Source: an optimization exercise on an open RTL-to-GDS flow (aim: small area, a short achievable clock period and few clock cycles per item). Production flows keep margins and buffers that such runs may drop. At most, simulation tests tie the RTL to the original design; equivalence was not proved. For run 2, only the layout was checked, not whether the RTL still works.

===== flow/design.v =====
module rafter_level (
    input  wire        clk,
    input  wire        rst,
    input  wire        in_valid,
    output wire        in_ready,
    input  wire [9:0]  floor_lvl,
    input  wire [9:0]  intensity,
    input  wire [9:0]  wave_min,
    input  wire [9:0]  wave_max,
    input  wire        c0_hit,
    input  wire [9:0]  c0_level,
    input  wire        c1_hit,
    input  wire [9:0]  c1_level,
    input  wire        follow,
    input  wire [15:0] y,
    input  wire [15:0] yage,
    input  wire [15:0] dl_timeout,
    input  wire [9:0]  dl_lo,
    input  wire [9:0]  dl_hi,
    input  wire [9:0]  dl_min,
    input  wire [15:0] ramp_up,
    input  wire [15:0] ramp_down,
    input  wire [9:0]  deadband,
    input  wire [15:0] refresh,
    input  wire        tick,
    input  wire [15:0] l_in,
    input  wire [9:0]  last_sent_in,
    input  wire        c0_active_in,
    input  wire        pending_in,
    input  wire        refresh_only_in,
    input  wire [15:0] refresh_tmr_in,
    output reg         out_valid,
    input  wire        out_ready,
    output wire [15:0] l_out,
    output wire [9:0]  last_sent_out,
    output wire        c0_active_out,
    output wire        pending_out,
    output wire        refresh_only_out,
    output wire [15:0] refresh_tmr_out,
    output wire        released
);
    function [16:0] add16(input [15:0] a, input [15:0] b, input ci);
        integer k;
        reg c;
        begin
            c = ci;
            for (k = 0; k < 16; k = k + 1) begin
                add16[k] = a[k] ^ b[k] ^ c;
                c = (a[k] & b[k]) | (a[k] & c) | (b[k] & c);
            end
            add16[16] = c;
        end
    endfunction
    function ge16(input [15:0] a, input [15:0] b);
        integer k;
        reg c;
        begin
            c = 1'b1;
            for (k = 0; k < 16; k = k + 1)
                c = (a[k] & ~b[k]) | (a[k] & c) | (~b[k] & c);
            ge16 = c;
        end
    endfunction
    function ge16t(input [15:0] a, input [15:0] b);
        integer k, w;
        reg [15:0] g, e;
        begin
            g = a & ~b;
            e = ~(a ^ b);
            for (w = 1; w < 16; w = w * 2)
                for (k = 0; k < 16; k = k + 2 * w) begin
                    g[k] = g[k + w] | (e[k + w] & g[k]);
                    e[k] = e[k + w] & e[k];
                end
            ge16t = g[0] | e[0];
        end
    endfunction
    function [12:0] add12g(input [11:0] a, input [11:0] b, input ci);
        integer k;
        reg [11:0] g, p;
        reg c, c1;
        begin
            g = a & b;
            p = a ^ b;
            c = ci;
            for (k = 0; k < 12; k = k + 2) begin
                add12g[k] = p[k] ^ c;
                c1 = g[k] | (p[k] & c);
                add12g[k + 1] = p[k + 1] ^ c1;
                c = (g[k + 1] | (p[k + 1] & g[k])) | ((p[k + 1] & p[k]) & c);
            end
            add12g[12] = c;
        end
    endfunction
    function [16:0] add16g(input [15:0] a, input [15:0] b, input ci);
        integer k;
        reg [15:0] g, p;
        reg c, c1;
        begin
            g = a & b;
            p = a ^ b;
            c = ci;
            for (k = 0; k < 16; k = k + 2) begin
                add16g[k] = p[k] ^ c;
                c1 = g[k] | (p[k] & c);
                add16g[k + 1] = p[k + 1] ^ c1;
                c = (g[k + 1] | (p[k + 1] & g[k])) | ((p[k + 1] & p[k]) & c);
            end
            add16g[16] = c;
        end
    endfunction
    function ge16g(input [15:0] a, input [15:0] b);
        integer k;
        reg [15:0] g, p;
        reg c;
        begin
            g = a & ~b;
            p = a | ~b;
            c = 1'b1;
            for (k = 0; k < 16; k = k + 2)
                c = (g[k + 1] | (p[k + 1] & g[k])) | ((p[k + 1] & p[k]) & c);
            ge16g = c;
        end
    endfunction
    function [24:0] add24g(input [23:0] a, input [23:0] b, input ci);
        integer k;
        reg [23:0] g, p;
        reg c, c1;
        begin
            g = a & b;
            p = a ^ b;
            c = ci;
            for (k = 0; k < 24; k = k + 2) begin
                add24g[k] = p[k] ^ c;
                c1 = g[k] | (p[k] & c);
                add24g[k + 1] = p[k + 1] ^ c1;
                c = (g[k + 1] | (p[k + 1] & g[k])) | ((p[k + 1] & p[k]) & c);
            end
            add24g[24] = c;
        end
    endfunction
    function [3:0] cmp4gt(input [15:0] a, input [15:0] b);
        integer k, i;
        reg g;
        begin
            for (k = 0; k < 4; k = k + 1) begin
                g = 1'b0;
                for (i = 0; i < 4; i = i + 1)
                    g = (a[4 * k + i] & ~b[4 * k + i]) | (~(a[4 * k + i] ^ b[4 * k + i]) & g);
                cmp4gt[k] = g;
            end
        end
    endfunction
    function [3:0] cmp4eq(input [15:0] a, input [15:0] b);
        integer k;
        begin
            for (k = 0; k < 4; k = k + 1)
                cmp4eq[k] = a[4 * k +: 4] == b[4 * k +: 4];
        end
    endfunction
    function [12:0] add12(input [11:0] a, input [11:0] b, input ci);
        reg [16:0] t;
        begin
            t = add16({4'd0, a}, {4'd0, b}, ci);
            add12 = t[12:0];
        end
    endfunction
    function [19:0] mul10cs(input [9:0] a, input [9:0] b);
        integer r;
        reg [19:0] s, c, pp, t;
        begin
            s = {10'd0, a & {10{b[0]}}};
            c = 20'd0;
            for (r = 1; r < 10; r = r + 1) begin
                pp = {10'd0, a & {10{b[r]}}} << r;
                t = s ^ c ^ pp;
                c = ((s & c) | (s & pp) | (c & pp)) << 1;
                s = t;
            end
            mul10cs = add24g({4'd0, s}, {4'd0, c}, 1'b0);
        end
    endfunction
    function [19:0] mul10(input [9:0] a, input [9:0] b);
        integer r, k;
        reg [19:0] acc;
        reg c, p, s;
        begin
            acc = {10'd0, a & {10{b[0]}}};
            for (r = 1; r < 10; r = r + 1) begin
                c = 1'b0;
                for (k = 0; k < 10; k = k + 1) begin
                    p = a[k] & b[r];
                    s = acc[r + k] ^ p ^ c;
                    c = (acc[r + k] & p) | (acc[r + k] & c) | (p & c);
                    acc[r + k] = s;
                end
                acc[r + 10] = c;
            end
            mul10 = acc;
        end
    endfunction
    reg  h_v, k_v;
    reg  rdy;                       
    wire adv = !k_v;
    assign in_ready = rdy;
    reg  [2:0] vld;
    always @(posedge clk) begin
        if (rst) vld <= 0;
        else if (adv) vld <= {vld[1:0], in_valid};
    end
    wire x_v = vld[2];
    wire [9:0] i_floor_lvl = floor_lvl;
    wire [9:0] i_intensity = intensity;
    wire [9:0] i_wave_min = wave_min;
    wire [9:0] i_wave_max = wave_max;
    wire [0:0] i_c0_hit = c0_hit;
    wire [9:0] i_c0_level = c0_level;
    wire [0:0] i_c1_hit = c1_hit;
    wire [9:0] i_c1_level = c1_level;
    wire [0:0] i_follow = follow;
    wire [15:0] i_y = y;
    wire [15:0] i_yage = yage;
    wire [15:0] i_dl_timeout = dl_timeout;
    wire [9:0] i_dl_lo = dl_lo;
    wire [9:0] i_dl_hi = dl_hi;
    wire [9:0] i_dl_min = dl_min;
    wire [15:0] i_ramp_up = ramp_up;
    wire [15:0] i_ramp_down = ramp_down;
    wire [9:0] i_deadband = deadband;
    wire [15:0] i_refresh = refresh;
    wire [0:0] i_tick = tick;
    wire [15:0] i_l_in = l_in;
    wire [9:0] i_last_sent_in = last_sent_in;
    wire [0:0] i_c0_active_in = c0_active_in;
    wire [0:0] i_pending_in = pending_in;
    wire [0:0] i_refresh_only_in = refresh_only_in;
    wire [15:0] i_refresh_tmr_in = refresh_tmr_in;
    wire [9:0] ls = c0 ? i_c0_level : i_last_sent_in;
    wire [0:0] c0 = i_c0_hit;
    wire [0:0] ref_nz = i_refresh != 16'd0;
    wire [9:0] crng = ~i_dl_min;
    wire [9:0] db = i_deadband;
    wire [9:0] wi = i_intensity;
    wire [9:0] flr = i_c1_hit ? i_c1_level : i_floor_lvl;
    wire [0:0] ceil_pre = !i_c0_hit && !i_c1_hit && i_follow && i_y[15];
    wire [3:0] to_gt = cmp4gt(i_dl_timeout, i_yage);
    wire [3:0] to_eq = cmp4eq(i_dl_timeout, i_yage);
    reg  [9:0] i_wave_min_p1;
    reg  [9:0] i_wave_max_p1;
    reg  [0:0] i_c1_hit_p1;
    reg  [15:0] i_y_p1;
    reg  [9:0] i_dl_lo_p1;
    reg  [9:0] i_dl_hi_p1;
    reg  [15:0] i_ramp_up_p1;
    reg  [15:0] i_ramp_down_p1;
    reg  [0:0] i_tick_p1;
    reg  [15:0] i_l_in_p1;
    reg  [0:0] i_c0_active_in_p1;
    reg  [0:0] i_pending_in_p1;
    reg  [0:0] i_refresh_only_in_p1;
    reg  [15:0] i_refresh_tmr_in_p1;
    reg  [9:0] ls_p1;
    reg  [0:0] c0_p1;
    reg  [0:0] ref_nz_p1;
    reg  [9:0] crng_p1;
    reg  [9:0] db_p1;
    reg  [9:0] wi_p1;
    reg  [9:0] flr_p1;
    reg  [0:0] ceil_pre_p1;
    reg  [3:0] to_gt_p1;
    reg  [3:0] to_eq_p1;
    always @(posedge clk) if (adv) begin
        i_wave_min_p1 <= i_wave_min;
        i_wave_max_p1 <= i_wave_max;
        i_c1_hit_p1 <= i_c1_hit;
        i_y_p1 <= i_y;
        i_dl_lo_p1 <= i_dl_lo;
        i_dl_hi_p1 <= i_dl_hi;
        i_ramp_up_p1 <= i_ramp_up;
        i_ramp_down_p1 <= i_ramp_down;
        i_tick_p1 <= i_tick;
        i_l_in_p1 <= i_l_in;
        i_c0_active_in_p1 <= i_c0_active_in;
        i_pending_in_p1 <= i_pending_in;
        i_refresh_only_in_p1 <= i_refresh_only_in;
        i_refresh_tmr_in_p1 <= i_refresh_tmr_in;
        ls_p1 <= ls;
        c0_p1 <= c0;
        ref_nz_p1 <= ref_nz;
        crng_p1 <= crng;
        db_p1 <= db;
        wi_p1 <= wi;
        flr_p1 <= flr;
        ceil_pre_p1 <= ceil_pre;
        to_gt_p1 <= to_gt;
        to_eq_p1 <= to_eq;
    end
    wire [0:0] rel = !c0_p1 && i_c0_active_in_p1;
    wire [0:0] due = ref_nz_p1 && (i_refresh_tmr_in_p1 == 16'd0 || (i_tick_p1 && i_refresh_tmr_in_p1 == 16'd1));
    wire [0:0] p_b = !c0_p1 && (due || i_pending_in_p1);
    wire [0:0] r_b = !c0_p1 && ((due && !i_pending_in_p1) || i_refresh_only_in_p1);
    wire [16:0] ws_s = add16g({6'd0, i_wave_max_p1}, {6'h3f, ~i_wave_min_p1}, 1'b1);
    wire [9:0] ws = ws_s[9:0];
    wire [0:0] i_nz = !i_c1_hit_p1 && |wi_p1;
    wire [16:0] tmr_s = add16(i_refresh_tmr_in_p1, 16'hffff, 1'b0);
    wire [15:0] tmr = (!c0_p1 && i_tick_p1 && i_refresh_tmr_in_p1 != 16'd0) ? tmr_s[15:0] : i_refresh_tmr_in_p1;
    wire [16:0] up_s = add16(i_l_in_p1, i_ramp_up_p1, 1'b0);
    wire [16:0] dn_s = add16(i_l_in_p1, ~i_ramp_down_p1, 1'b1);
    wire [15:0] l_hi = (i_ramp_up_p1 == 16'd0 || up_s[16]) ? 16'hffff : up_s[15:0];
    wire [15:0] l_lo = (i_ramp_down_p1 == 16'd0 || !dn_s[16]) ? 16'h0000 : dn_s[15:0];
    wire [0:0] ceil_on = ceil_pre_p1 && (to_gt_p1[3] || (to_eq_p1[3] && (to_gt_p1[2] || (to_eq_p1[2] && (to_gt_p1[1] || (to_eq_p1[1] && (to_gt_p1[0] || to_eq_p1[0])))))));
    wire [16:0] sp_s = add16g({6'd0, i_dl_hi_p1}, {6'h3f, ~i_dl_lo_p1}, 1'b1);
    wire [16:0] yo_s = add16g({6'd0, i_y_p1[9:0]}, {6'h3f, ~i_dl_lo_p1}, 1'b1);
    wire [0:0] y_gt_lo = !ge16g({6'd0, i_dl_lo_p1}, {6'd0, i_y_p1[9:0]});
    wire [0:0] y_ge_hi = ge16g({6'd0, i_y_p1[9:0]}, {6'd0, i_dl_hi_p1});
    wire [9:0] nsp = ~sp_s[9:0];
    wire [9:0] yc = !(ceil_on && y_gt_lo) ? 10'd0 : y_ge_hi ? sp_s[9:0] : yo_s[9:0];
    wire [19:0] wx = mul10cs(ws, wi_p1);
    wire [0:0] wc = ge16g({6'd0, wx[9:0]}, {6'd0, ~wx[19:10]});
    wire [16:0] wv_s = add16g({6'd0, i_wave_min_p1}, {6'd0, wx[19:10]}, wc);
    wire [9:0] wv = wv_s[9:0] & {10{i_nz}};
    wire [9:0] pre = ge16g({6'd0, wv}, {6'd0, flr_p1}) ? wv : flr_p1;
    wire [19:0] cn = mul10cs(yc, crng_p1);
    wire [9:0] cnh = cn[19:10];
    wire [0:0] cb0 = cn[0];
    wire [0:0] cb1 = cn[1];
    wire [0:0] cb2 = cn[2];
    wire [0:0] cb3 = cn[3];
    wire [0:0] cb4 = cn[4];
    wire [0:0] cb5 = cn[5];
    wire [0:0] cb6 = cn[6];
    wire [0:0] cb7 = cn[7];
    wire [0:0] cb8 = cn[8];
    wire [0:0] cb9 = cn[9];
    wire [12:0] ds9 = add12g({1'b0, cnh, cb9}, {2'b01, nsp}, 1'b1);
    wire [0:0] q9 = ds9[11];
    wire [9:0] rm9 = q9 ? ds9[9:0] : {cnh[8:0], cb9};
    wire [12:0] ds8 = add12g({1'b0, rm9, cb8}, {2'b01, nsp}, 1'b1);
    wire [0:0] q8 = ds8[11];
    wire [9:0] rm8 = q8 ? ds8[9:0] : {rm9[8:0], cb8};
    reg  [9:0] ls_p2;
    reg  [0:0] c0_p2;
    reg  [0:0] rel_p2;
    reg  [0:0] p_b_p2;
    reg  [0:0] r_b_p2;
    reg  [9:0] db_p2;
    reg  [15:0] tmr_p2;
    reg  [15:0] l_hi_p2;
    reg  [15:0] l_lo_p2;
    reg  [9:0] nsp_p2;
    reg  [9:0] pre_p2;
    reg  [0:0] cb0_p2;
    reg  [0:0] cb1_p2;
    reg  [0:0] cb2_p2;
    reg  [0:0] cb3_p2;
    reg  [0:0] cb4_p2;
    reg  [0:0] cb5_p2;
    reg  [0:0] cb6_p2;
    reg  [0:0] cb7_p2;
    reg  [0:0] q9_p2;
    reg  [0:0] q8_p2;
    reg  [9:0] rm8_p2;
    always @(posedge clk) if (adv) begin
        ls_p2 <= ls_p1;
        c0_p2 <= c0_p1;
        rel_p2 <= rel;
        p_b_p2 <= p_b;
        r_b_p2 <= r_b;
        db_p2 <= db_p1;
        tmr_p2 <= tmr;
        l_hi_p2 <= l_hi;
        l_lo_p2 <= l_lo;
        nsp_p2 <= nsp;
        pre_p2 <= pre;
        cb0_p2 <= cb0;
        cb1_p2 <= cb1;
        cb2_p2 <= cb2;
        cb3_p2 <= cb3;
        cb4_p2 <= cb4;
        cb5_p2 <= cb5;
        cb6_p2 <= cb6;
        cb7_p2 <= cb7;
        q9_p2 <= q9;
        q8_p2 <= q8;
        rm8_p2 <= rm8;
    end
    wire [12:0] ds7 = add12g({1'b0, rm8_p2, cb7_p2}, {2'b01, nsp_p2}, 1'b1);
    wire [0:0] q7 = ds7[11];
    wire [9:0] rm7 = q7 ? ds7[9:0] : {rm8_p2[8:0], cb7_p2};
    wire [12:0] ds6 = add12g({1'b0, rm7, cb6_p2}, {2'b01, nsp_p2}, 1'b1);
    wire [0:0] q6 = ds6[11];
    wire [9:0] rm6 = q6 ? ds6[9:0] : {rm7[8:0], cb6_p2};
    wire [12:0] ds5 = add12g({1'b0, rm6, cb5_p2}, {2'b01, nsp_p2}, 1'b1);
    wire [0:0] q5 = ds5[11];
    wire [9:0] rm5 = q5 ? ds5[9:0] : {rm6[8:0], cb5_p2};
    wire [12:0] ds4 = add12g({1'b0, rm5, cb4_p2}, {2'b01, nsp_p2}, 1'b1);
    wire [0:0] q4 = ds4[11];
    wire [9:0] rm4 = q4 ? ds4[9:0] : {rm5[8:0], cb4_p2};
    wire [12:0] ds3 = add12g({1'b0, rm4, cb3_p2}, {2'b01, nsp_p2}, 1'b1);
    wire [0:0] q3 = ds3[11];
    wire [9:0] rm3 = q3 ? ds3[9:0] : {rm4[8:0], cb3_p2};
    reg  [9:0] ls_p3;
    reg  [0:0] c0_p3;
    reg  [0:0] rel_p3;
    reg  [0:0] p_b_p3;
    reg  [0:0] r_b_p3;
    reg  [9:0] db_p3;
    reg  [15:0] tmr_p3;
    reg  [15:0] l_hi_p3;
    reg  [15:0] l_lo_p3;
    reg  [9:0] nsp_p3;
    reg  [9:0] pre_p3;
    reg  [0:0] cb0_p3;
    reg  [0:0] cb1_p3;
    reg  [0:0] cb2_p3;
    reg  [0:0] q9_p3;
    reg  [0:0] q8_p3;
    reg  [0:0] q7_p3;
    reg  [0:0] q6_p3;
    reg  [0:0] q5_p3;
    reg  [0:0] q4_p3;
    reg  [0:0] q3_p3;
    reg  [9:0] rm3_p3;
    always @(posedge clk) if (adv) begin
        ls_p3 <= ls_p2;
        c0_p3 <= c0_p2;
        rel_p3 <= rel_p2;
        p_b_p3 <= p_b_p2;
        r_b_p3 <= r_b_p2;
        db_p3 <= db_p2;
        tmr_p3 <= tmr_p2;
        l_hi_p3 <= l_hi_p2;
        l_lo_p3 <= l_lo_p2;
        nsp_p3 <= nsp_p2;
        pre_p3 <= pre_p2;
        cb0_p3 <= cb0_p2;
        cb1_p3 <= cb1_p2;
        cb2_p3 <= cb2_p2;
        q9_p3 <= q9_p2;
        q8_p3 <= q8_p2;
        q7_p3 <= q7;
        q6_p3 <= q6;
        q5_p3 <= q5;
        q4_p3 <= q4;
        q3_p3 <= q3;
        rm3_p3 <= rm3;
    end
    wire [12:0] ds2 = add12({1'b0, rm3_p3, cb2_p3}, {2'b01, nsp_p3}, 1'b1);
    wire [0:0] q2 = ds2[11];
    wire [9:0] rm2 = q2 ? ds2[9:0] : {rm3_p3[8:0], cb2_p3};
    wire [12:0] ds1 = add12({1'b0, rm2, cb1_p3}, {2'b01, nsp_p3}, 1'b1);
    wire [0:0] q1 = ds1[11];
    wire [9:0] rm1 = q1 ? ds1[9:0] : {rm2[8:0], cb1_p3};
    wire [12:0] ds0 = add12({1'b0, rm1, cb0_p3}, {2'b01, nsp_p3}, 1'b1);
    wire [0:0] q0 = ds0[11];
    wire [10:0] ub = add16({6'd0, ls_p3}, {6'd0, db_p3}, 1'b0);
    wire [10:0] lbv = add16({6'd0, ls_p3}, {6'h3f, ~db_p3}, 1'b1);
    wire [9:0] ceiling = ~{q9_p3, q8_p3, q7_p3, q6_p3, q5_p3, q4_p3, q3_p3, q2, q1, q0};
    wire [9:0] target = ge16g({6'd0, pre_p3}, {6'd0, ceiling}) ? ceiling : pre_p3;
    wire [0:0] below = !ge16g({target, 6'd0}, l_lo_p3);
    wire [0:0] above = !ge16g({6'd0, l_hi_p3[15:6]}, {6'd0, target});
    wire [15:0] l_ramp = below ? l_lo_p3 : above ? l_hi_p3 : {target, 6'd0};
    wire [9:0] lvl = l_ramp[15:6];
    wire [15:0] l_new = c0_p3 ? {ls_p3, 6'd0} : l_ramp;
    wire [0:0] fd = ge16g({6'd0, lvl}, {5'd0, ub}) || (!lbv[10] && ge16g({6'd0, lbv[9:0]}, {6'd0, lvl}));
    wire [0:0] eq = lvl == target && lvl != ls_p3;
    wire [0:0] other = rel_p3 || fd || eq;
    wire [0:0] pend = !c0_p3 && (other || p_b_p3);
    wire [0:0] ronly = !c0_p3 && !other && r_b_p3;
    reg  [15:0] h_l_out, k_l_out;
    reg  [9:0] h_last_sent_out, k_last_sent_out;
    reg  [0:0] h_c0_active_out, k_c0_active_out;
    reg  [0:0] h_pending_out, k_pending_out;
    reg  [0:0] h_refresh_only_out, k_refresh_only_out;
    reg  [15:0] h_refresh_tmr_out, k_refresh_tmr_out;
    reg  [0:0] h_released, k_released;
    wire h_free = !h_v || out_ready;
    always @(posedge clk) begin
        if (rst) begin
            h_v <= 1'b0;
            k_v <= 1'b0;
            rdy <= 1'b1;
        end else if (h_free) begin
            h_v <= k_v || x_v;
            k_v <= 1'b0;
            rdy <= 1'b1;
        end else if (!k_v && x_v) begin
            k_v <= 1'b1;
            rdy <= 1'b0;
        end
    end
    always @(posedge clk) if (h_free) begin
        h_l_out <= k_v ? k_l_out : l_new;
        h_last_sent_out <= k_v ? k_last_sent_out : ls_p3;
        h_c0_active_out <= k_v ? k_c0_active_out : c0_p3;
        h_pending_out <= k_v ? k_pending_out : pend;
        h_refresh_only_out <= k_v ? k_refresh_only_out : ronly;
        h_refresh_tmr_out <= k_v ? k_refresh_tmr_out : tmr_p3;
        h_released <= k_v ? k_released : rel_p3;
    end
    always @(posedge clk) if (!k_v) begin
        k_l_out <= l_new;
        k_last_sent_out <= ls_p3;
        k_c0_active_out <= c0_p3;
        k_pending_out <= pend;
        k_refresh_only_out <= ronly;
        k_refresh_tmr_out <= tmr_p3;
        k_released <= rel_p3;
    end
    always @(*) out_valid = h_v;
    assign l_out = h_l_out;
    assign last_sent_out = h_last_sent_out;
    assign c0_active_out = h_c0_active_out;
    assign pending_out = h_pending_out;
    assign refresh_only_out = h_refresh_only_out;
    assign refresh_tmr_out = h_refresh_tmr_out;
    assign released = h_released;
endmodule

===== flow/flow/run.sh =====
#!/bin/bash
# The standard layout (standard.sh, unchanged synthesis and steps), except that
# buffer_ports puts a sky130_fd_sc_hd__buf_1 on every input and output port instead
# of the delay-cell buffer it picks by default.
set -euo pipefail
export BUFFER_PORTS_ARGS="-buffer_cell sky130_fd_sc_hd__buf_1"
bash standard.sh > flow.log 2>&1

===== flow/standard.sh =====
#!/bin/bash
# synth_recipe.tcl (not shown) runs the flow's synth.tcl, then flattens the netlist and writes it again
# the make line also repeats each setting of config.mk as NAME=value (left out here)
make -C /OpenROAD-flow-scripts/flow DESIGN_CONFIG=/design/flow/config.mk WORK_HOME=/design/flow/orfs CLKGATE_MAP_FILE= SYNTH_SCRIPT=/design/flow/synth_recipe.tcl "${@:-finish}"

===== flow/config.mk =====
export PLATFORM = sky130hd
export DESIGN_NAME = rafter_level
export DESIGN_NICKNAME = rafter_level
export VERILOG_FILES = /design/flow/design.v
export SDC_FILE = /design/flow/constraint.sdc
export NUM_CORES = 4
export LEC_CHECK = 0
export ABC_AREA = 1
export CAP_MARGIN = 20
export CORE_MARGIN = 2
export CORE_UTILIZATION = 40
export CTS_CLUSTER_DIAMETER = 100
export CTS_CLUSTER_SIZE = 26
export SLEW_MARGIN = 20

===== flow/constraint.sdc =====
create_clock -name core_clock -period 70.0 [get_ports {clk}]
set_input_delay 14.0000 -clock core_clock [delete_from_list [all_inputs] [get_ports {clk}]]
set_output_delay 14.0000 -clock core_clock [all_outputs]
set_load 0.01 [all_outputs]

==> impl_metrics.py, run 1 <==
metrics = {
    "timing": {
        "relSlewSlack": 0.329,
        "finalSetupViolCount": 0,
        "whs_ns": 0.413,
        "fin_setup_tns_ns": 0,
        "period_share": 0.217,
        "rsz0062_at_grt": "no",
        "slew_viol_final": 0,
        "final_hold_viol_count": 0,
        "fin_crit_ns": 15.17,
        "fin_skew_ns": 0.0213,
        "tightestPinTransition_ns": 1.01,
        "fmax_mhz": 65.9,
    },
    "die": {
        "die_w_um": 283,
        "ios": 297,
        "placementRows": 102,
        "die_h_um": 283,
        "core_area_um2": 77200,
        "die_area_um2": 80000,
        "initial_core_util": 0.403,
    },
    "route": {
        "vias_per_cell": 4.60,
        "drtAntennaViolNets": 0,
        "routedWlPerCell_um": 14.5,
        "drcViolationCount": 0,
        "drt-pass1-iter-count": 5,
        "drt-initial-drc-count": 1046,
        "drt-total-wl_um": 61600,
        "via_count": 19500,
    },
    "synthesis": {
        "synth-simple-area-share": 0.125,
        "yosysSeqAreaShare": 0.468,
        "synth_cell_types": 53,
        "synth_warnings": 1,
        "muxShareOfSynthArea": 0.00788,
        "yosys.area_share.xor_xnor": 0.0183,
        "synth_top_flop_cell": "edfxtp_1",
        "synth_fp_nets": 3623,
        "synth_adder_area_share": 0.249,
        "synth-edff-count": 450,
        "synth_area_um2": 31100,
        "synth_top_family_by_area": "adder cells",
        "synthArstFlopShare": 0,
        "synth-compound-area-share": 0.0603,
        "syn-instance-count": 2916,
        "ys_ff_latch": 502,
        "postSynthAreaPerCell_um2": 10.7,
    },
    "worst_setup_path": {
        "worst-path-buf-inv": 1,
        "crit_fanout": 1,
        "cp_data_arrival_time_ns": 1.17,
        "crit_chain": "buf_1",
        "critPathMaxStageDelay_ns": 0.42,
        "crit_slowest_cell": "edfxtp_1",
        "cpLargestDelayFamily": "flip-flops",
        "required_ns": 56.00,
        "worstSetupPathType": "flip-flop to output port",
        "rr_worst_depth": 56,
        "worstSetupStartpointType": "flip-flop",
        "cp.depth": 1,
        "cp-end-kind": "output port",
    },
    "final_layout": {
        "area_growth_pct": 10.3,
        "nNetsFinal": 3896,
        "drive_gt1_frac": 0.0411,
        "multi_input_area_um2": 14400,
        "fillers": 7268,
        "seqCellArea_um2": 14600,
        "diodes": 0,
    },
    "placed_design": {
        "place_hpwl_um": 49100,
        "portBuffers": 291,
        "gp_congestion": 0.867,
    },
    "grt": {
        "grt_antenna_before_repair": 3,
        "grt_max_degree": 140,
        "grt_pass1_vias": 19100,
        "grt_pass1_wl_um": 99200,
        "grt-ovfl-total": 0,
        "grt_usage": 0.156,
    },
    "run_status": {
        "status": "no timing/DRC/antenna violations",
    },
    "clock_tree": {
        "cts_tree": "yes",
        "numCtsBuffers": 28,
        "post_cts_resized": 0,
        "cts-root-buf": "clkbuf_16",
        "cts.hold.buffers_added": 0,
        "clockBufferDepth": 3,
        "htreeDepth": 1,
        "clkSlewWorstSetupHoldPaths_ns": 0.10,
        "clock_latency_ns": 0.60,
        "cts.sinks": 502,
        "cts_setup_buffers": 0,
    },
    "min_path": {
        "hold_class": "flip-flop to flip-flop",
        "whs_path_depth": 0,
    },
    "job": {
        "drv_cap": 0,
    },
}
-- stage by stage --
step | area (um2) | cells | util | worst slack, ns
5_1_grt | 34300 | 4248 | 0.444 | 54.71
3_5_place_dp | 33300 | 4199 | 0.432 | 54.56
4_1_cts | 34300 | 4248 | 0.444 | 54.76
2_1_floorplan | 31100 | 2916 | - | 54.54
6_report | 34300 | 4248 | 0.444 | 54.83
3_3_place_gp | 33300 | 4199 | 0.432 | 54.57
-- flip-flops by register name, indices dropped and copies added, names as in the netlist, 16 cells and up --
name	flops
l_hi_p3	16
k_l_out	16
h_l_out	16
i_refresh_tmr_in_p1	16
l_lo_p2	16
l_hi_p2	16
tmr_p3	16
i_ramp_up_p1	16
l_lo_p3	16
i_ramp_down_p1	16
i_l_in_p1	16
h_refresh_tmr_out	16
k_refresh_tmr_out	16
tmr_p2	16
-- cells by family (layout without fill, tap and decap cells) --
family / count (synthesis) / after routing
DFF: 502 / 502
buffers and inverters: 579 / 871
muxes: 22 / 22
AOI/OAI and AO/OA: 330 / 330
xor gates and xnor gates: 65 / 65
and+or+nand+nor: 957 / 957
adders and majority gates: 461 / 461
-- layout by cell type, fill, tap and decap left out, types with 4 or more instances in the layout --
cell,instances
buf_4,9
clkbuf_1,6
o21ai_0,134
xnor2_1,25
inv_2,11
o21ai_2,10
o22ai_1,13
o21bai_1,4
o21ai_1,13
a21oi_1,96
a31oi_1,8
fa_1,266
o31ai_1,4
ha_1,192
inv_1,506
a211oi_1,11
mux2_2,20
clkinv_1,5
xor2_1,40
edfxtp_1,450
clkbuf_16,30
o211ai_1,6
buf_1,291
or2_2,15
nor4_1,16
nand2_4,5
nand4_1,10
nand3_1,72
nor2_1,158
nand2_2,11
a21o_1,10
nand2_1,659
dfxtp_1,51
nor3_1,6
-- cells in the mapped netlist (3+ instances only) --
cell      instances  area, um2
maj3_1            3       30.0
nor2_1          158        593
o22ai_1          13       81.3
clkbuf_1         42        158
a31oi_1           8       50.1
nand3_1          72        360
a211oi_1         11       82.6
ha_1            192       2400
a21oi_1          97        485
nand2_2          10       62.6
clkinv_1          4       15.0
nor3_1            6       30.0
or2_2            15       93.8
o21ai_1          13       65.1
nand4_1          10       62.6
o21a_1            3       22.5
o21ai_0         134        671
fa_1            266       5330
xnor2_1          25        219
o21bai_1          4       30.0
o21ai_2          10       87.6
mux2_2           20        225
o31ai_1           4       30.0
edfxtp_1        450      13500
nand2_4           5       56.3
dfxtp_1          52       1040
xor2_1           40        350
o211ai_1          6       45.0
inv_1           507       1900
a21o_1           10       75.1
buf_6             6       67.6
nor4_1           16        100
nand2_1         660       2480
buf_1             9       33.8
inv_2            11       41.3
-- routing by layer --
metal	track usage	part of all wire	wire, um	up-vias
met5	0	0.00041	25	-
li1	-	-	-	9961
met4	0.0379	0.026	1590	4
met1	0.209	0.45	27700	9212
met2	0.270	0.49	30300	273
met3	0.0193	0.033	2020	81
-- area by class of cell --
cell class | instances | share of cell area
sequential | 502 | 0.424
tap | 1040 | 0.0379
multi-input combinational | 1835 | 0.419
clock buffer | 36 | 0.0225
inverter | 522 | 0.0573
clock inverter | 13 | 0.00536
timing repair buffer | 300 | 0.0338
-- final timing paths --
path                   startpoint            end  slack, ns
setup / recovery  h_c0_active_out  c0_active_out      54.83
hold / removal           db_p2[1]       db_p3[1]       0.41
hold reg to reg          db_p2[1]       db_p3[1]       0.41
setup reg to reg        i_y_p1[1]      rm8_p2[9]      55.89
Testbench counts, summed over its fixed seeds: cycles 19,232, items 19,200.
==> run 2, diff against run 1 <==
--- a/flow/design.v
+++ b/flow/design.v
@@ -396,7 +396,7 @@
     wire [12:0] ds4 = add12g({1'b0, rm5, cb4_p2}, {2'b01, nsp_p2}, 1'b1);
     wire [0:0] q4 = ds4[11];
     wire [9:0] rm4 = q4 ? ds4[9:0] : {rm5[8:0], cb4_p2};
-    wire [12:0] ds3 = add12g({1'b0, rm4, cb3_p2}, {2'b01, nsp_p2}, 1'b1);
+    wire [12:0] ds3 = add12({1'b0, rm4, cb3_p2}, {2'b01, nsp_p2}, 1'b1);
     wire [0:0] q3 = ds3[11];
     wire [9:0] rm3 = q3 ? ds3[9:0] : {rm4[8:0], cb3_p2};
     reg  [9:0] ls_p3;
==> run 2 against run 1 <==
  * First-iteration DRC count is 15% lower
  * Final cell count is 0.68% lower
  * Non-clock buffer count is 4 higher
  * Synthesized cell count is 1.3% lower
  * Critical endpoint is now l_out[3]
  * Largest cell class unchanged
==> impl_metrics.py, run 2 <==
metrics = {
    "run_status": {
        "status": "no timing/DRC/antenna violations",
    },
    "route": {
        "drt-pass1-iter-count": 5,
        "drt-initial-drc-count": 890,
        "drcViolationCount": 0,
        "vias_per_cell": 4.60,
        "routedWlPerCell_um": 14.4,
        "drt-total-wl_um": 60700,
        "drtAntennaViolNets": 0,
        "via_count": 19400,
    },
    "clock_tree": {
        "cts_tree": "yes",
        "cts.hold.buffers_added": 0,
        "cts-root-buf": "clkbuf_16",
        "cts_setup_buffers": 0,
        "clkSlewWorstSetupHoldPaths_ns": 0.10,
        "htreeDepth": 1,
        "post_cts_resized": 0,
        "clockBufferDepth": 3,
        "clock_latency_ns": 0.62,
        "numCtsBuffers": 29,
        "cts.sinks": 502,
    },
    "grt": {
        "grt_pass1_wl_um": 98100,
        "grt_pass1_vias": 19100,
        "grt_usage": 0.155,
        "grt_antenna_before_repair": 0,
        "grt_max_degree": 129,
        "grt-ovfl-total": 0,
    },
    "final_layout": {
        "drive_gt1_frac": 0.0494,
        "nNetsFinal": 3861,
        "stdcell_area_um2": 34300,
        "fillers": 7309,
        "area_growth_pct": 10.4,
        "final_common_cell": "nand2_1",
        "diodes": 0,
        "layout_common_cells": "nand2_1 (644), inv_1 (505), edfxtp_1 (450)",
    },
    "worst_setup_path": {
        "crit_fanout": 1,
        "r2r_end": "rm3_p3[0]",
        "worstSetupPathType": "flip-flop to output port",
        "worst-path-buf-inv": 1,
        "cpLargestDelayFamily": "flip-flops",
        "rr_worst_depth": 71,
        "worstSetupStartpointType": "flip-flop",
        "r2r-start": "nsp_p2[0]",
        "cp_data_arrival_time_ns": 1.20,
        "r2r_slack_ns": 55.56,
        "required_ns": 56.00,
        "crit_slowest_cell": "edfxtp_1",
        "cp-end-kind": "output port",
        "crit_chain": "buf_1",
        "critPathMaxStageDelay_ns": 0.43,
    },
    "timing": {
        "tightestPinTransition_ns": 1.01,
        "slew_viol_final": 0,
        "relSlewSlack": 0.327,
        "period_share": 0.217,
        "rsz0062_at_grt": "no",
        "whs_ns": 0.410,
        "fin_setup_tns_ns": 0,
        "finalSetupViolCount": 0,
        "fin_skew_ns": 0.0288,
        "fin_crit_ns": 15.20,
        "fmax_mhz": 65.8,
        "final_hold_viol_count": 0,
    },
    "die": {
        "placementRows": 102,
        "core_area_um2": 77200,
        "die_w_um": 283,
        "die_h_um": 283,
        "initial_core_util": 0.403,
        "ios": 297,
        "die_area_um2": 80000,
    },
    "min_path": {
        "hold_end": "pre_p3[9]",
        "hp-start": "pre_p2[9]",
        "whs_path_depth": 0,
        "hold_class": "flip-flop to flip-flop",
    },
    "synthesis": {
        "yosys-top-cells-count": "nand2_1 (645), inv_1 (506), edfxtp_1 (450)",
        "synthArstFlopShare": 0,
        "synth_area_um2": 31100,
        "synth_warnings": 1,
        "synth_most_common_cell": "nand2_1",
        "syn-instance-count": 2878,
        "synth_cell_types": 64,
        "ys_ff_latch": 502,
        "yosysSeqAreaShare": 0.468,
        "synth_top_flop_cell": "edfxtp_1",
        "synth-edff-count": 450,
        "synth_fp_nets": 3580,
        "postSynthAreaPerCell_um2": 10.8,
        "yosysTopAreaCell": "edfxtp_1",
        "yosysTopAreaCellShare": 0.434,
        "ys_top_cells_by_area": "edfxtp_1 (43%), fa_1 (17%), nand2_1 (7.8%)",
    },
    "placed_design": {
        "portBuffers": 291,
        "dpl-instance-area_um2": 33400,
        "gp_congestion": 0.838,
        "place_hpwl_um": 48800,
    },
    "job": {
        "drv_cap": 0,
    },
}
## run 2: stage by stage
stage | setup slack, ns | instances | util
final | 54.80 | 4219 | 0.445
after global routing | 53.89 | 4219 | 0.445
after CTS | 54.74 | 4218 | 0.445
after detailed placement | 54.49 | 4167 | 0.432
after global placement | 54.49 | 4167 | 0.432
after floorplan | 54.54 | 2878 | -
## run 2: layout make-up
cell class,count,area (um2),area share
Clock buffer,38,759,0.0221
Clock inverter,13,206,0.00601
Inverter,525,1980,0.0576
Multi-Input combinational cell,1797,14400,0.418
Sequential cell,502,14600,0.424
Tap cell,1040,1300,0.0379
Timing Repair Buffer,304,1190,0.0346
## run 2: cell families (layout without fill, tap and decap cells)
| logic type | after synthesis | count (layout) | share of synthesized area |
|---|---|---|---|
| simple gates | 938 | 938 | 0.125 |
| buf+inv | 579 | 880 | 0.0712 |
| flops | 502 | 502 | 0.468 |
| fa+ha+maj | 455 | 455 | 0.248 |
| compound gates | 309 | 309 | 0.0588 |
| xor+xnor | 61 | 61 | 0.0174 |
| mux | 34 | 34 | 0.0117 |
## run 2: worst max-delay path by stage
stage                  startpoint                to  slack (ns)  depth (start not counted)
2_1_floorplan           out_ready   h_c0_active_out       54.54                          2
3_3_place_gp               c0_hit          ls_p1[6]       54.49                          2
3_5_place_dp               c0_hit          ls_p1[6]       54.49                          2
4_1_cts        h_last_sent_out[7]  last_sent_out[7]       54.74                          1
5_1_grt                 nsp_p2[0]         rm3_p3[0]       53.89                         71
6_report               h_l_out[3]          l_out[3]       54.80                          1
## run 2: layer usage
metal | part of all wire | track usage
met5 | 0 | 0
met4 | 0.023 | 0.0347
met3 | 0.029 | 0.0175
met2 | 0.49 | 0.268
met1 | 0.46 | 0.209
## run 2: worst register-to-register path: cells and delay by family (launching register included)
kind	cells	cell delay, ns
and+or+nand+nor	26	3.32
buffers and inverters	10	1.79
AOI/OAI and AO/OA	22	3.65
DFF	1	0.51
adders and majority gates	13	4.88
==> run 3, diff against run 2 <==
--- a/flow/design.v
+++ b/flow/design.v
@@ -396,7 +396,7 @@
     wire [12:0] ds4 = add12g({1'b0, rm5, cb4_p2}, {2'b01, nsp_p2}, 1'b1);
     wire [0:0] q4 = ds4[11];
     wire [9:0] rm4 = q4 ? ds4[9:0] : {rm5[8:0], cb4_p2};
-    wire [12:0] ds3 = add12({1'b0, rm4, cb3_p2}, {2'b01, nsp_p2}, 1'b1);
+    wire [12:0] ds3 = add12g({1'b0, rm4, cb3_p2}, {2'b01, nsp_p2}, 1'b1);
     wire [0:0] q3 = ds3[11];
     wire [9:0] rm3 = q3 ? ds3[9:0] : {rm4[8:0], cb3_p2};
     reg  [9:0] ls_p3;
==> flow/flow/run.sh (replaced) <==
#!/bin/bash
# The standard layout (standard.sh, unchanged synthesis and steps), except that
# buffer_ports puts a sky130_fd_sc_hd__buf_1 on every input and output port instead
# of the delay-cell buffer it picks by default, and clock tree synthesis adds no
# dummy loads.
set -euo pipefail
export BUFFER_PORTS_ARGS="-buffer_cell sky130_fd_sc_hd__buf_1"
export CTS_ARGS="-sink_clustering_enable -repair_clock_nets -buf_list sky130_fd_sc_hd__clkbuf_8 -sink_clustering_size 18 -sink_clustering_max_diameter 80 -dont_use_dummy_load"
bash standard.sh > flow.log 2>&1
==> run 3 against run 2 <==
  * Utilization decreased by 0.59 points
  * Critical path depth is the same
  * Synthesized area about the same
  * Register-to-register slack gained 0.31 ns
  * Largest cell class unchanged
==> impl_metrics.py, run 3 <==
metrics = {
    "clock_tree": {
        "clockBufferDepth": 3,
        "cts-root-buf": "clkbuf_8",
        "cts_tree": "yes",
        "clock_latency_ns": 0.64,
        "htreeDepth": 2,
        "cts.sinks": 502,
        "cts_setup_buffers": 0,
        "post_cts_resized": 0,
        "clkSlewWorstSetupHoldPaths_ns": 0.10,
        "cts.hold.buffers_added": 0,
        "numCtsBuffers": 39,
    },
    "placed_design": {
        "place_inst": 4199,
        "place_hpwl_um": 49100,
        "gp_congestion": 0.867,
        "dpl-instance-area_um2": 33300,
        "portBuffers": 291,
        "pre_cts_slack_ns": 54.56,
    },
    "route": {
        "wl_met1_um": 27700,
        "dr_wl_met3_um": 2160,
        "drt-total-wl_um": 61800,
        "drt-initial-drc-count": 1014,
        "via_count": 19600,
        "drtAntennaViolNets": 0,
        "wl_met2_um": 30200,
        "drt-pass1-iter-count": 5,
        "routed.top_layer": "met5",
        "drcViolationCount": 0,
        "routedWlPerCell_um": 14.6,
        "vias_per_cell": 4.62,
    },
    "worst_setup_path": {
        "required_ns": 56.00,
        "critPathLaunch": "h_l_out[5]",
        "critPathMaxStageDelay_ns": 0.42,
        "r2r_end": "rm8_p2[9]",
        "crit_chain": "buf_1",
        "cp_data_arrival_time_ns": 1.21,
        "worstSetupPathType": "flip-flop to output port",
        "r2r-start": "i_y_p1[1]",
        "cp.depth": 1,
        "rr_worst_depth": 56,
        "cp-endpoint": "l_out[5]",
        "worst-path-buf-inv": 1,
        "crit_slowest_cell": "edfxtp_1",
        "r2r_slack_ns": 55.87,
        "worstSetupStartpointType": "flip-flop",
        "crit_fanout": 1,
        "cp-end-kind": "output port",
        "cpLargestDelayFamily": "flip-flops",
    },
    "synthesis": {
        "ys_ff_latch": 502,
        "syn-instance-count": 2916,
        "yosysTopAreaCellShare": 0.434,
        "synth_most_common_cell": "nand2_1",
        "yosysSeqAreaShare": 0.468,
        "synthArstFlopShare": 0,
        "yosysTopAreaCell": "edfxtp_1",
        "yosys-top-cells-count": "nand2_1 (660), inv_1 (507), edfxtp_1 (450)",
        "synth-edff-count": 450,
        "synth_cell_types": 53,
        "synth_area_um2": 31100,
        "synth_fp_nets": 3623,
        "synth_warnings": 1,
        "synth_top_flop_cell": "edfxtp_1",
        "ys_top_cells_by_area": "edfxtp_1 (43%), fa_1 (17%), nand2_1 (8.0%)",
        "postSynthAreaPerCell_um2": 10.7,
    },
    "min_path": {
        "whs_path_depth": 0,
        "hold_class": "flip-flop to flip-flop",
        "hp-start": "pre_p2[8]",
    },
    "timing": {
        "fin_skew_ns": 0.0800,
        "fin_setup_tns_ns": 0,
        "final_hold_viol_count": 0,
        "finalWorstSetupSlack_ns": 54.79,
        "period_share": 0.217,
        "fin_crit_ns": 15.21,
        "tightestPinTransition_ns": 1.00,
        "rsz0062_at_grt": "no",
        "whs_ns": 0.413,
        "relSlewSlack": 0.334,
        "finalSetupViolCount": 0,
        "slew_viol_final": 0,
        "fmax_mhz": 65.8,
    },
    "die": {
        "die_area_um2": 80000,
        "die_w_um": 283,
        "core_area_um2": 77200,
        "ios": 297,
        "die_h_um": 283,
        "initial_core_util": 0.403,
        "placementRows": 102,
    },
    "grt": {
        "grt_pass1_vias": 19200,
        "grt-ovfl-total": 0,
        "grt_antenna_before_repair": 4,
        "grt_usage": 0.158,
        "grt_max_degree": 140,
        "grt_pass1_wl_um": 99400,
    },
    "final_layout": {
        "instances_no_fill": 4240,
        "fin_util": 0.439,
        "area_growth_pct": 8.93,
        "nNetsFinal": 3907,
        "stdcell_area_um2": 33900,
        "final_common_cell": "nand2_1",
        "fillers": 7317,
        "drive_gt1_frac": 0.0403,
        "layout_common_cells": "nand2_1 (659), inv_1 (506), edfxtp_1 (450)",
    },
    "job": {
        "drv_cap": 0,
    },
    "run_status": {
        "status": "no timing/DRC/antenna violations",
    },
}
==> run 3: changes by cell type after synthesis, moves of 6 or more <==
cell / change
ha_1: +10
a21oi_1: +24
nor2_1: +11
nand3_2: -6
nand2_1: +15
mux2i_1: -12
==> run 3: routing by layer <==
layer	track usage	up-vias
met5	0	-
met4	0.0480	4
met3	0.0233	89
met2	0.268	277
li1	-	9952
met1	0.209	9253
==> run 3: worst min path at each step <==
stage	end	slack, ns
after detailed placement	l_hi_p3[2]	0.40
after floorplan	c0_p3	0.40
after global placement	c0_p3	0.40
final	pre_p3[8]	0.41
after CTS	ls_p3[5]	0.41
after global routing	pre_p3[8]	0.42
==> run 3: final cells by class <==
cell class	instances	area, um2	area share
diodes	2	5.00	0.000148
clock buffers	39	537	0.0158
inverters	522	1970	0.0580
multi-input cells	1835	14400	0.424
flip-flops and latches	502	14600	0.430
well taps	1040	1300	0.0384
repair buffers	300	1160	0.0342
==> run 3: cells by family (layout without fill, tap and decap cells) <==
family / Yosys count / in the layout / share of synthesized area
compound gates: 330 / 330 / 0.0603
other cells: 0 / 2 / 0
xor+xnor: 65 / 65 / 0.0183
buf+inv: 579 / 861 / 0.0713
mux: 22 / 22 / 0.00788
fa+ha+maj: 461 / 461 / 0.249
flops: 502 / 502 / 0.468
simple gates: 957 / 957 / 0.125
Testbench counts of run 3, summed over its fixed seeds: cycles 19,232, items 19,200.
==> run 4, diff against run 3 <==
--- a/flow/flow/run.sh
+++ b/flow/flow/run.sh
@@ -5,5 +5,5 @@
 # dummy loads.
 set -euo pipefail
 export BUFFER_PORTS_ARGS="-buffer_cell sky130_fd_sc_hd__buf_1"
-export CTS_ARGS="-sink_clustering_enable -repair_clock_nets -buf_list sky130_fd_sc_hd__clkbuf_8 -sink_clustering_size 18 -sink_clustering_max_diameter 80 -dont_use_dummy_load"
+export CTS_ARGS="-sink_clustering_enable -repair_clock_nets -sink_clustering_size 26 -sink_clustering_max_diameter 100 -dont_use_dummy_load"
 bash standard.sh > flow.log 2>&1
==> run 4 against run 3 <==
  * Worst setup slack better by 0.028 ns
  * First-iteration DRC count is 3.2% higher
  * Fmax is 0.19% higher
  * Hold slack got worse by 0.033 ns
  * Die area did not move
  * Via count down 0.55%
  * Critical path type unchanged
  * Global-route usage decreased by 0.12 points
  * Largest cell class unchanged
  * Design area is 0.47% higher
  * Critical path depth did not move
  * Non-clock buffer count unchanged
==> impl_metrics.py, run 4 <==
metrics = {
    "final_layout": {
        "fin_util": 0.441,
        "final_common_cell": "nand2_1",
        "layout_common_cells": "nand2_1 (659), inv_1 (506), edfxtp_1 (450)",
        "nNetsFinal": 3896,
        "area_growth_pct": 9.44,
        "diodes": 0,
        "drive_gt1_frac": 0.0370,
    },
    "clock_tree": {
        "cts-root-buf": "clkbuf_16",
        "cts.hold.buffers_added": 0,
        "clkSlewWorstSetupHoldPaths_ns": 0.10,
        "post_cts_resized": 0,
        "numCtsBuffers": 28,
        "cts_setup_buffers": 0,
        "clock_latency_ns": 0.60,
        "clockBufferDepth": 3,
        "cts.sinks": 502,
        "cts_tree": "yes",
        "htreeDepth": 1,
    },
    "placed_design": {
        "gp_congestion": 0.867,
        "pre_cts_slack_ns": 54.56,
        "place_hpwl_um": 49100,
        "portBuffers": 291,
    },
    "timing": {
        "fmax_mhz": 65.9,
        "tightestPinTransition_ns": 1.02,
        "rsz0062_at_grt": "no",
        "finalSetupViolCount": 0,
        "final_hold_viol_count": 0,
        "fin_crit_ns": 15.18,
        "finalWorstSetupSlack_ns": 54.82,
        "relSlewSlack": 0.321,
        "fin_setup_tns_ns": 0,
        "fin_skew_ns": 0.0534,
        "period_share": 0.217,
        "whs_ns": 0.380,
        "slew_viol_final": 0,
    },
    "route": {
        "drt-total-wl_um": 61600,
        "drt-initial-drc-count": 1046,
        "via_count": 19500,
        "drcViolationCount": 0,
        "routedWlPerCell_um": 14.6,
        "drt-pass1-iter-count": 5,
        "vias_per_cell": 4.61,
        "drtAntennaViolNets": 0,
    },
    "synthesis": {
        "synth_area_um2": 31100,
        "synth_most_common_cell": "nand2_1",
        "synth-edff-count": 450,
        "synth_cell_types": 53,
        "syn-instance-count": 2916,
        "yosysTopAreaCellShare": 0.434,
        "yosysSeqAreaShare": 0.468,
        "synthArstFlopShare": 0,
        "yosys-top-cells-count": "nand2_1 (660), inv_1 (507), edfxtp_1 (450)",
        "ys_ff_latch": 502,
        "ys_top_cells_by_area": "edfxtp_1 (43%), fa_1 (17%), nand2_1 (8.0%)",
        "yosysTopAreaCell": "edfxtp_1",
        "postSynthAreaPerCell_um2": 10.7,
        "synth_fp_nets": 3623,
        "synth_warnings": 1,
        "synth_top_flop_cell": "edfxtp_1",
    },
    "grt": {
        "grt_max_degree": 140,
        "grt-ovfl-total": 0,
        "grt_antenna_before_repair": 3,
        "grt_pass1_vias": 19100,
        "grt_usage": 0.156,
        "grt_pass1_wl_um": 99200,
    },
    "job": {
        "drv_cap": 0,
    },
    "worst_setup_path": {
        "crit_chain": "buf_1",
        "crit_fanout": 1,
        "critPathMaxStageDelay_ns": 0.42,
        "worstSetupStartpointType": "flip-flop",
        "crit_slowest_cell": "edfxtp_1",
        "cp-end-kind": "output port",
        "required_ns": 56.00,
        "worstSetupPathType": "flip-flop to output port",
        "cp_data_arrival_time_ns": 1.18,
        "worst-path-buf-inv": 1,
        "cpLargestDelayFamily": "flip-flops",
    },
    "die": {
        "ios": 297,
        "die_area_um2": 80000,
        "die_h_um": 283,
        "placementRows": 102,
        "core_area_um2": 77200,
        "initial_core_util": 0.403,
        "die_w_um": 283,
    },
    "min_path": {
        "hold_class": "flip-flop to flip-flop",
    },
    "run_status": {
        "status": "no timing/DRC/antenna violations",
    },
}
run 4: cell counts after synthesis:
Identical to the previous run, type by type.
run 4: path summary, 6_finish.rpt:
check                        from  depth (start not counted)  slack [ns]             to
setup / recovery  h_c0_active_out                          1       54.82  c0_active_out
hold / removal           db_p2[1]                          0        0.38       db_p3[1]
setup reg to reg        i_y_p1[1]                         56       55.89      rm8_p2[9]
hold reg to reg          db_p2[1]                          0        0.38       db_p3[1]
run 4: cell families after synthesis:
family / synth area share
simple gates: 0.125
buf+inv: 0.0713
flops: 0.468
fa+ha+maj: 0.249
compound gates: 0.0603
xor+xnor: 0.0183
mux: 0.00788
run 4: final cells by class:
cell class / count / area [um2]
Multi-Input combinational cell: 1835 / 14400
Tap cell: 1040 / 1300
Clock buffer: 28 / 701
Sequential cell: 502 / 14600
Timing Repair Buffer: 300 / 1160
Inverter: 522 / 1970
Fill cell: 7280 / 43200
run 4: layer usage:
layer,share of wire,up-vias,routed length [um],GRT usage
li1,-,9937,-,-
met1,0.45,9177,27500,0.209
met2,0.49,270,30300,0.270
met3,0.034,79,2070,0.0189
met4,0.027,4,1670,0.0393
met5,0.00039,-,24,0
run 4: metrics by stage:
step	std cells	area, um2
6_report	4227	34000
3_5_place_dp	4199	33300
4_1_cts	4227	34000
2_1_floorplan	2916	31100
3_3_place_gp	4199	33300
5_1_grt	4227	34000
==> run 5, diff against run 4 <==
--- a/flow/design.v
+++ b/flow/design.v
@@ -158,6 +158,27 @@
                 cmp4eq[k] = a[4 * k +: 4] == b[4 * k +: 4];
         end
     endfunction
+    function [12:0] add12s(input [11:0] a, input [11:0] b, input ci);
+        integer k, l, w;
+        reg [12:0] g, p, gg, pp;
+        begin
+            g = {a & b, ci};
+            p = {a ^ b, 1'b0};
+            gg = g;
+            pp = p;
+            for (l = 0; l < 4; l = l + 1) begin
+                w = 1 << l;
+                for (k = 0; k < 13; k = k + 1)
+                    if ((k / w) % 2 == 1) begin
+                        gg[k] = gg[k] | (pp[k] & gg[(k / w) * w - 1]);
+                        pp[k] = pp[k] & pp[(k / w) * w - 1];
+                    end
+            end
+            for (k = 0; k < 12; k = k + 1)
+                add12s[k] = p[k + 1] ^ gg[k];
+            add12s[12] = gg[12];
+        end
+    endfunction
     function [12:0] add12(input [11:0] a, input [11:0] b, input ci);
         reg [16:0] t;
         begin
@@ -332,10 +353,10 @@
     wire [0:0] cb7 = cn[7];
     wire [0:0] cb8 = cn[8];
     wire [0:0] cb9 = cn[9];
-    wire [12:0] ds9 = add12g({1'b0, cnh, cb9}, {2'b01, nsp}, 1'b1);
+    wire [12:0] ds9 = add12s({1'b0, cnh, cb9}, {2'b01, nsp}, 1'b1);
     wire [0:0] q9 = ds9[11];
     wire [9:0] rm9 = q9 ? ds9[9:0] : {cnh[8:0], cb9};
-    wire [12:0] ds8 = add12g({1'b0, rm9, cb8}, {2'b01, nsp}, 1'b1);
+    wire [12:0] ds8 = add12s({1'b0, rm9, cb8}, {2'b01, nsp}, 1'b1);
     wire [0:0] q8 = ds8[11];
     wire [9:0] rm8 = q8 ? ds8[9:0] : {rm9[8:0], cb8};
     reg  [9:0] ls_p2;
@@ -384,19 +405,19 @@
         q8_p2 <= q8;
         rm8_p2 <= rm8;
     end
-    wire [12:0] ds7 = add12g({1'b0, rm8_p2, cb7_p2}, {2'b01, nsp_p2}, 1'b1);
+    wire [12:0] ds7 = add12s({1'b0, rm8_p2, cb7_p2}, {2'b01, nsp_p2}, 1'b1);
     wire [0:0] q7 = ds7[11];
     wire [9:0] rm7 = q7 ? ds7[9:0] : {rm8_p2[8:0], cb7_p2};
-    wire [12:0] ds6 = add12g({1'b0, rm7, cb6_p2}, {2'b01, nsp_p2}, 1'b1);
+    wire [12:0] ds6 = add12s({1'b0, rm7, cb6_p2}, {2'b01, nsp_p2}, 1'b1);
     wire [0:0] q6 = ds6[11];
     wire [9:0] rm6 = q6 ? ds6[9:0] : {rm7[8:0], cb6_p2};
-    wire [12:0] ds5 = add12g({1'b0, rm6, cb5_p2}, {2'b01, nsp_p2}, 1'b1);
+    wire [12:0] ds5 = add12s({1'b0, rm6, cb5_p2}, {2'b01, nsp_p2}, 1'b1);
     wire [0:0] q5 = ds5[11];
     wire [9:0] rm5 = q5 ? ds5[9:0] : {rm6[8:0], cb5_p2};
-    wire [12:0] ds4 = add12g({1'b0, rm5, cb4_p2}, {2'b01, nsp_p2}, 1'b1);
+    wire [12:0] ds4 = add12s({1'b0, rm5, cb4_p2}, {2'b01, nsp_p2}, 1'b1);
     wire [0:0] q4 = ds4[11];
     wire [9:0] rm4 = q4 ? ds4[9:0] : {rm5[8:0], cb4_p2};
-    wire [12:0] ds3 = add12g({1'b0, rm4, cb3_p2}, {2'b01, nsp_p2}, 1'b1);
+    wire [12:0] ds3 = add12s({1'b0, rm4, cb3_p2}, {2'b01, nsp_p2}, 1'b1);
     wire [0:0] q3 = ds3[11];
     wire [9:0] rm3 = q3 ? ds3[9:0] : {rm4[8:0], cb3_p2};
     reg  [9:0] ls_p3;
==> run 5 against run 4 <==
  * Global-route usage barely moved
  * Count of clock-buffer cells in the layout unchanged
  * Critical path type unchanged
  * Hold slack gained 0.0061 ns
  * First-iteration DRC count increased by 1.2%
  * Non-clock buffer count grew 3
  * Die area is 0.67% lower
  * Flip-flop and latch count unchanged
  * Register-to-register slack worse by 0.68 ns
  * Worst setup slack worse by 0.032 ns
==> impl_metrics.py, run 5 <==
metrics = {
    "worst_setup_path": {
        "cpLargestDelayFamily": "flip-flops",
        "critPathMaxStageDelay_ns": 0.42,
        "worstSetupStartpointType": "flip-flop",
        "r2r_end": "rm8_p2[6]",
        "worstSetupPathType": "flip-flop to output port",
        "worst-path-buf-inv": 1,
        "crit_chain": "buf_1",
        "crit_slowest_cell": "edfxtp_1",
        "cp-end-kind": "output port",
        "crit_fanout": 1,
        "r2r_slack_ns": 55.21,
        "rr_worst_depth": 57,
        "cp_data_arrival_time_ns": 1.21,
        "r2r-start": "i_y_p1[1]",
        "required_ns": 56.00,
    },
    "clock_tree": {
        "cts.hold.buffers_added": 0,
        "cts-root-buf": "clkbuf_16",
        "clock_latency_ns": 0.63,
        "post_cts_resized": 0,
        "htreeDepth": 1,
        "clockBufferDepth": 3,
        "clkSlewWorstSetupHoldPaths_ns": 0.10,
        "numCtsBuffers": 28,
        "cts_tree": "yes",
        "cts_setup_buffers": 0,
        "cts.sinks": 502,
    },
    "final_layout": {
        "layout_common_cells": "nand2_1 (660), inv_1 (514), edfxtp_1 (450)",
        "final_common_cell": "nand2_1",
        "stdcell_area_um2": 33900,
        "area_growth_pct": 9.61,
        "diodes": 0,
        "drive_gt1_frac": 0.0374,
        "instances_no_fill": 4213,
        "nNetsFinal": 3878,
    },
    "timing": {
        "fin_skew_ns": 0.0844,
        "final_hold_viol_count": 0,
        "period_share": 0.217,
        "fin_crit_ns": 15.21,
        "tightestPinTransition_ns": 1.09,
        "slew_viol_final": 0,
        "fmax_mhz": 65.7,
        "rsz0062_at_grt": "no",
        "relSlewSlack": 0.272,
        "fin_setup_tns_ns": 0,
        "finalSetupViolCount": 0,
    },
    "route": {
        "routedWlPerCell_um": 14.5,
        "drt-initial-drc-count": 1059,
        "drcViolationCount": 0,
        "drtAntennaViolNets": 0,
        "drt-pass1-iter-count": 5,
        "vias_per_cell": 4.61,
        "via_count": 19400,
        "drt-total-wl_um": 61300,
    },
    "grt": {
        "grt_max_degree": 168,
        "grt_pass1_wl_um": 98800,
        "grt-ovfl-total": 0,
        "grt_antenna_before_repair": 2,
        "grt_usage": 0.156,
        "grt_pass1_vias": 19300,
    },
    "die": {
        "die_w_um": 282,
        "placementRows": 101,
        "ios": 297,
        "core_area_um2": 76200,
        "die_area_um2": 79500,
        "initial_core_util": 0.405,
        "die_h_um": 282,
    },
    "placed_design": {
        "gp_congestion": 0.858,
        "portBuffers": 291,
        "place_hpwl_um": 49100,
        "place_inst": 4184,
        "dpl-instance-area_um2": 33200,
    },
    "synthesis": {
        "postSynthAreaPerCell_um2": 10.6,
        "yosysTopAreaCell": "edfxtp_1",
        "synth_warnings": 1,
        "synth_area_um2": 30900,
        "yosysSeqAreaShare": 0.471,
        "synthArstFlopShare": 0,
        "synth_cell_types": 58,
        "synth_fp_nets": 3597,
        "yosys.area_share.xor_xnor": 0.0179,
        "synth-edff-count": 450,
        "yosysTopAreaCellShare": 0.437,
        "synth_top_family_by_area": "adder cells",
        "synth_most_common_cell": "nand2_1",
        "synth_top_flop_cell": "edfxtp_1",
        "synth-simple-area-share": 0.125,
        "syn-instance-count": 2904,
        "ys_ff_latch": 502,
        "ys_top_cells_by_area": "edfxtp_1 (44%), fa_1 (17%), nand2_1 (8.0%)",
        "synth_adder_area_share": 0.243,
        "yosys-top-cells-count": "nand2_1 (661), inv_1 (515), edfxtp_1 (450)",
        "synth-compound-area-share": 0.0615,
        "muxShareOfSynthArea": 0.00863,
    },
    "min_path": {
        "hp-start": "l_lo_p2[5]",
        "hold_end": "l_lo_p3[5]",
        "whs_path_depth": 0,
        "hold_class": "flip-flop to flip-flop",
    },
    "run_status": {
        "status": "no timing/DRC/antenna violations",
    },
    "job": {
        "drv_cap": 0,
    },
}
run 5: cell count changes after synthesis, moves of 5 or more:
cell / delta
ha_1: -7
o21ai_0: +11
o21ai_1: +5
xor2_1: -6
a21oi_1: -25
fa_1: -7
a31oi_1: -6
inv_1: +8
run 5: per-stage QoR:
| stage | setup WS (ns) | hold slack (ns) | util |
|---|---|---|---|
| finish | 54.79 | 0.386 | 0.444 |
| global route | 53.95 | 0.397 | 0.444 |
| CTS | 54.73 | 0.390 | 0.444 |
| detailed placement | 54.90 | 0.405 | 0.435 |
| global placement | 54.90 | 0.402 | 0.435 |
| floorplan | 54.54 | 0.400 | - |
run 5: cell type report:
type	count	area, um2
multi-input combinational	1815	14100
tap	1030	1290
timing repair buffer	303	1180
sequential	502	14600
inverter	535	2020
clock buffer	28	701
fill	7234	42300
run 5: per-layer routing:
layer / GRT usage / wire [um] / vias up
li1: - / - / 9919
met1: 0.205 / 27200 / 9189
met2: 0.279 / 30900 / 267
met3: 0.0163 / 1950 / 62
met4: 0.0326 / 1230 / 0
met5: 0 / 0 / -
run 5: worst max path at each step:
| stage | startpoint | to | depth (start not counted) |
|---|---|---|---|
| 6_report | h_refresh_tmr_out[1] | refresh_tmr_out[1] | 1 |
| 4_1_cts | h_pending_out | pending_out | 1 |
| 5_1_grt | i_y_p1[1] | rm8_p2[0] | 58 |
| 3_5_place_dp | out_ready | h_l_out[1] | 4 |
| 2_1_floorplan | out_ready | h_c0_active_out | 2 |
| 3_3_place_gp | out_ready | h_l_out[3] | 4 |
run 5: kinds of logic after synthesis:
kind of cell    Yosys count
mux                      24
buf+inv                 587
xor+xnor                 63
flops                   502
compound gates          327
fa+ha+maj               446
simple gates            955
Testbench counts of run 5, summed over its fixed seeds: cycles 19,232, items 19,200.

==> afterwards: timing with drivers on the ports <==
The flow's constraints put no driver on any port. The routed layouts listed below were extracted and timed again, unchanged, in two steps. Step 1 assumes that a clkbuf_16 drives the clock port and a buf_2 every other input. Step 2 times the ports against the registers' clock, not the clock port: input delays grow and output delays shrink by t, the midpoint of the rising clock arrivals with the driver on. a / b / c = no drivers / after step 1 / after step 2; a / b = the first two.
run | t, ns | setup slack, ns | slew at the worst register clock pin (ns) | worst data-port slew with drivers (ns) | cell pins on the clock port's net
run 1 | 0.655 | 54.828 / 54.767 / 54.546 | 0.10 / 0.10 | 0.09 | 1
run 2 | 0.672 | 54.796 / 54.735 / 54.557 | 0.10 / 0.10 | 0.10 | 1
run 3 | 0.663 | 54.793 / 54.731 / 54.518 | 0.11 / 0.11 | 0.09 | 1
run 4 | 0.640 | 54.822 / 54.760 / 54.539 | 0.10 / 0.10 | 0.10 | 1
run 5 | 0.651 | 54.790 / 54.728 / 54.918 | 0.10 / 0.10 | 0.07 | 1
After both steps every run listed still meets setup and hold. The setup slack of run 4, which loses most, moves by -0.062 ns with the drivers and by -0.283 ns with both steps.
